Source: an optimization exercise on an open RTL-to-GDS flow (aim: small area, a short achievable clock period and few clock cycles per item). Production flows keep margins and buffers that such runs may drop.
In this exercise RTL edits were held to simulation tests only and were not proved equivalent to the original.
The clock port is modelled as an ideal driver; clocking choices that lean on that would not hold on a real chip.

==> run D <==
==> flow/design.v <==
module xt1_c1_enc (
  input  wire       clk,
  input  wire       rst,         
  input  wire       in_valid,
  output wire       in_ready,
  input  wire [7:0] in_data,     
  output reg        out_valid,
  output reg  [7:0] out_data     
);
  reg  [4:0] phase;              
  reg  [9:0] cnt;                
  reg        rdy;                
  reg        vq;                 
  reg  [7:0] dq;                 
  reg        clr_rev;            
  reg        sh_rev;             
  reg        oact;               
  reg  [1:0] orev;               
  assign in_ready = rdy;
  wire acc    = in_valid && rdy;
  wire last   = (phase == 5'd31) && (cnt[9:5] == 5'd31);
  wire ph_end = (phase == 5'd31);
  always @(posedge clk) begin
    if (rst) begin
      phase   <= 5'd0;
      cnt     <= 10'd0;
      rdy     <= 1'b1;
      vq      <= 1'b0;
      clr_rev <= 1'b1;
      sh_rev  <= 1'b0;
      oact    <= 1'b0;
      orev    <= 2'd0;
    end else begin
      phase <= phase + 5'd1;
      cnt   <= cnt + {9'd0, vq};
      vq    <= acc;
      if (acc)
        rdy <= !last;
      else
        rdy <= !vq && (phase + 5'd1 == cnt[4:0]) && (!oact || (orev == 2'd3 && ph_end));
      if (ph_end) begin
        clr_rev <= oact && (orev == 2'd3);
        sh_rev  <= acc && (cnt[9:5] != 5'd31);
      end
      if (vq && cnt == 10'd1023) begin
        oact <= 1'b1;
        orev <= 2'd0;
      end else if (oact && phase == 5'd0) begin
        orev <= orev + 2'd1;
        if (orev == 2'd3)
          oact <= 1'b0;
      end
    end
  end
  always @(posedge clk)
    dq <= in_data;
  wire [7:0] gd = vq ? dq : 8'd0;
  reg  [255:0] x0, x1, x2, x3;
  function [7:0] rot;
    input [7:0] s0, b1, b2;
    input integer d;
    reg [23:0] w;
    begin
      w   = {s0, b1, b2};
      rot = w[16 - d +: 8];
    end
  endfunction
  reg [7:0] p1_1, p1_2, p1_3, p2_3;
  always @(posedge clk) begin
    p1_1 <= x1[7:0];
    p1_2 <= x2[7:0];
    p1_3 <= x3[7:0];
    p2_3 <= p1_3;
  end
  wire ph0  = (phase == 5'd0);
  wire ph01 = (phase[4:1] == 4'd0);
  wire [7:0] b1_1 = ph0  ? (x1[255:248] ^ gd) : p1_1;
  wire [7:0] b1_2 = ph0  ? (x2[255:248] ^ gd) : p1_2;
  wire [7:0] b1_3 = ph0  ? (x3[255:248] ^ gd) : p1_3;
  wire [7:0] b2_3 = ph01 ? x3[247:240] : p2_3;
  wire [7:0] w0 = clr_rev ? 8'd0 : x0[7:0];
  wire [7:0] w1 = clr_rev ? 8'd0 : sh_rev ? rot(x1[7:0], b1_1, 8'd0, 2)  : x1[7:0];
  wire [7:0] w2 = clr_rev ? 8'd0 : sh_rev ? rot(x2[7:0], b1_2, 8'd0, 6)  : x2[7:0];
  wire [7:0] w3 = clr_rev ? 8'd0 : sh_rev ? rot(x3[7:0], b1_3, b2_3, 14) : x3[7:0];
  always @(posedge clk) begin
    x0 <= {w0, x0[255:248] ^ gd, x0[247:8]};
    x1 <= {w1, x1[255:248] ^ gd, x1[247:8]};
    x2 <= {w2, x2[255:248] ^ gd, x2[247:8]};
    x3 <= {w3, x3[255:248] ^ gd, x3[247:8]};
  end
  function xbit;
    input [255:0] x;
    input integer p;             
    begin
      xbit = x[(p + 248) % 256];
    end
  endfunction
  reg [8:0] pp;                  
  reg [7:0] l0, l1, l3;
  integer   b;
  always @* begin
    for (b = 0; b < 9; b = b + 1)
      pp[b] = xbit(x0, b) ^ xbit(x1, b + 63) ^ xbit(x2, b + 189) ^ xbit(x3, b + 185);
    for (b = 0; b < 8; b = b + 1) begin
      l0[b] = xbit(x0, b);
      l1[b] = xbit(x1, b + 63);
      l3[b] = xbit(x3, b + 185);
    end
  end
  always @(posedge clk) begin
    if (rst)
      out_valid <= 1'b0;
    else
      out_valid <= oact;
    case (orev)
      2'd0: out_data <= pp[7:0];
      2'd1: out_data <= l0 ^ pp[8:1];
      2'd2: out_data <= l0 ^ l1 ^ pp[8:1];
      default: out_data <= l3 ^ pp[8:1];
    endcase
  end
endmodule
==> flow/flow/run.sh <==
#!/bin/bash
# Own layout flow: the standard flow (standard.sh) with
#  - port buffers of a fast cell instead of the default pick,
#  - a clock tree without dummy loads, with its own clustering,
set -euo pipefail
W=$(pwd)
F=$W/flow
source $F/knobs.sh
export BUFFER_PORTS_ARGS="-buffer_cell $PORT_BUF"
CTS_ARGS="-sink_clustering_enable -repair_clock_nets -dont_use_dummy_load $CTS_EXTRA"
if [[ -n "${CTS_BUFS:-}" ]]; then CTS_ARGS="$CTS_ARGS -buf_list {$CTS_BUFS}"; fi
export CTS_ARGS
export POST_CTS_TCL=$F/post_cts.tcl
export SETUP_EXTRA_MARGIN
bash standard.sh > $W/standard_flow.log 2>&1
==> flow/flow/knobs.sh <==
PORT_BUF=sky130_fd_sc_hd__buf_4
CTS_EXTRA="-sink_clustering_size 20 -sink_clustering_max_diameter 60"
CTS_BUFS=""
SETUP_EXTRA_MARGIN=7.6
==> flow/flow/post_cts.tcl <==
# Extra setup repair after CTS: aim for slack well beyond the 10 ns clock.
estimate_parasitics -placement
repair_timing -setup -setup_margin $::env(SETUP_EXTRA_MARGIN) -repair_tns 100 -verbose
detailed_placement
check_placement -verbose
report_worst_slack -max
==> flow/standard.sh <==
#!/bin/bash
# synth_recipe.tcl (not shown) runs the flow's synth.tcl, then flattens the netlist and writes it again
# the make line also repeats each setting of config.mk as NAME=value (left out here)
make -C /OpenROAD-flow-scripts/flow DESIGN_CONFIG=/design/flow/config.mk WORK_HOME=/design/flow/orfs CLKGATE_MAP_FILE= SYNTH_SCRIPT=/design/flow/synth_recipe.tcl "${@:-finish}"
==> flow/config.mk <==
export PLATFORM = sky130hd
export DESIGN_NAME = xt1_c1_enc
export DESIGN_NICKNAME = xt1_c1_enc
export VERILOG_FILES = /design/flow/design.v
export SDC_FILE = /design/flow/constraint.sdc
export NUM_CORES = 4
export LEC_CHECK = 0
export CAP_MARGIN = 20
export CORE_MARGIN = 2
export CORE_UTILIZATION = 70
export PLACE_DENSITY = 0.8
export SLEW_MARGIN = 20
==> flow/constraint.sdc <==
create_clock -name core_clock -period 10.0 [get_ports {clk}]
set_input_delay 2.0000 -clock core_clock [delete_from_list [all_inputs] [get_ports {clk}]]
set_output_delay 2.0000 -clock core_clock [all_outputs]
set_load 0.01 [all_outputs]
==> inputs of run Y, as changes to run D <==
==> flow/flow/knobs.sh (replaced) <==
PORT_BUF=sky130_fd_sc_hd__buf_4
CTS_EXTRA="-sink_clustering_size 30 -sink_clustering_max_diameter 100"
CTS_BUFS=""
SETUP_EXTRA_MARGIN=7.6
--- a/flow/config.mk
+++ b/flow/config.mk
@@ -8,5 +8,5 @@
 export CAP_MARGIN = 20
 export CORE_MARGIN = 2
-export CORE_UTILIZATION = 70
-export PLACE_DENSITY = 0.8
+export CORE_UTILIZATION = 55
+export PLACE_DENSITY = 0.65
 export SLEW_MARGIN = 20
==> inputs of run A, as changes to run D <==
--- a/flow/design.v
+++ b/flow/design.v
@@ -16,5 +16,5 @@
   reg        sh_rev;             
   reg        oact;               
-  reg  [1:0] orev;               
+  reg  [6:0] ocnt;               
   assign in_ready = rdy;
   wire acc    = in_valid && rdy;
@@ -30,5 +30,5 @@
       sh_rev  <= 1'b0;
       oact    <= 1'b0;
-      orev    <= 2'd0;
+      ocnt    <= 7'd0;
     end else begin
       phase <= phase + 5'd1;
@@ -38,15 +38,15 @@
         rdy <= !last;
       else
-        rdy <= !vq && (phase + 5'd1 == cnt[4:0]) && (!oact || (orev == 2'd3 && ph_end));
+        rdy <= !vq && (phase + 5'd1 == cnt[4:0]) && (!oact || ocnt == 7'd126);
       if (ph_end) begin
-        clr_rev <= oact && (orev == 2'd3);
+        clr_rev <= oact && (ocnt == 7'd126);
         sh_rev  <= acc && (cnt[9:5] != 5'd31);
       end
       if (vq && cnt == 10'd1023) begin
         oact <= 1'b1;
-        orev <= 2'd0;
-      end else if (oact && phase == 5'd0) begin
-        orev <= orev + 2'd1;
-        if (orev == 2'd3)
+        ocnt <= 7'd0;
+      end else if (oact) begin
+        ocnt <= ocnt + 7'd1;
+        if (ocnt == 7'd127)
           oact <= 1'b0;
       end
@@ -113,5 +113,5 @@
     else
       out_valid <= oact;
-    case (orev)
+    case (ocnt[6:5])
       2'd0: out_data <= pp[7:0];
       2'd1: out_data <= l0 ^ pp[8:1];
==> flow/flow/run.sh (replaced) <==
#!/bin/bash
# Own layout flow: the standard flow with
#  - port buffers of a fast cell (buf_4) instead of the default pick,
#  - clock tree without dummy loads and with its own buffer list,
set -euo pipefail
W=$(pwd)
F=$W/flow
export BUFFER_PORTS_ARGS="-buffer_cell sky130_fd_sc_hd__buf_4"
export CTS_ARGS="-sink_clustering_enable -repair_clock_nets -dont_use_dummy_load ${CTS_BUFS:+-buf_list {$CTS_BUFS}}"
export POST_CTS_TCL=$F/post_cts.tcl
export SETUP_EXTRA_MARGIN=${SETUP_EXTRA_MARGIN:-7.5}
bash standard.sh > $W/standard_flow.log 2>&1
--- a/flow/config.mk
+++ b/flow/config.mk
@@ -8,5 +8,5 @@
 export CAP_MARGIN = 20
 export CORE_MARGIN = 2
-export CORE_UTILIZATION = 70
-export PLACE_DENSITY = 0.8
+export CORE_UTILIZATION = 55
+export PLACE_DENSITY = 0.65
 export SLEW_MARGIN = 20
removed: flow/flow/knobs.sh
==> comparison <==
- Run A died in 4_1_cts. Run Y ran to the end with no violations. Run D completed with no timing, DRC or antenna violations.
- Cell count: run Y is higher than run D (6.3%).
- In run D the register-to-register slack is worse than in run Y, by 0.22 ns.
- Of run Y and run D, run D has the higher design area (gap about 1.1%, measured against run D).
- Against run Y, the worst hold slack of run D is higher by 0.050 ns.
- First-iteration DRC count: run D is larger than run Y (8.6%).
- Against run Y, the non-clock buffer count of run D is higher by 2.
- In run D the die area is smaller than in run Y, by about 20%.
Testbench counts of run D, summed over its fixed seeds: cycles 55,304, codewords 48.
Testbench counts of run Y, summed over its fixed seeds: cycles 55,304, codewords 48.
Testbench counts of run A, summed over its fixed seeds: cycles 55,304, codewords 48.

==> what the ideal ports hide <==
In the flow no input, the clock included, has a driving cell. The finished layouts below were timed again as built, in two steps.
Step 1 sets driving cells, clkbuf_16 on the clock port and buf_2 on the other inputs (assumed; they add their load-dependent delay and slew).
Step 2 adds t to the input delays and takes it off the output delays; t is the mean of the earliest and latest rising clock arrival at the registers after step 1. Input paths then give back, and output paths get back, about the clock's delay inside the block.
Slacks: ideal / step 1 / step 2; pairs: ideal / step 1.
run | t, ns | slack for setup (ns) | worst setup path after step 2 | cell pins on the clock port's net
run D | 0.633 | 6.943 / 6.891 / 7.313 | input to register | 1
run Y | 0.617 | 6.932 / 6.881 / 7.332 | input to register | 1
After both steps setup and hold are still met in every run listed.
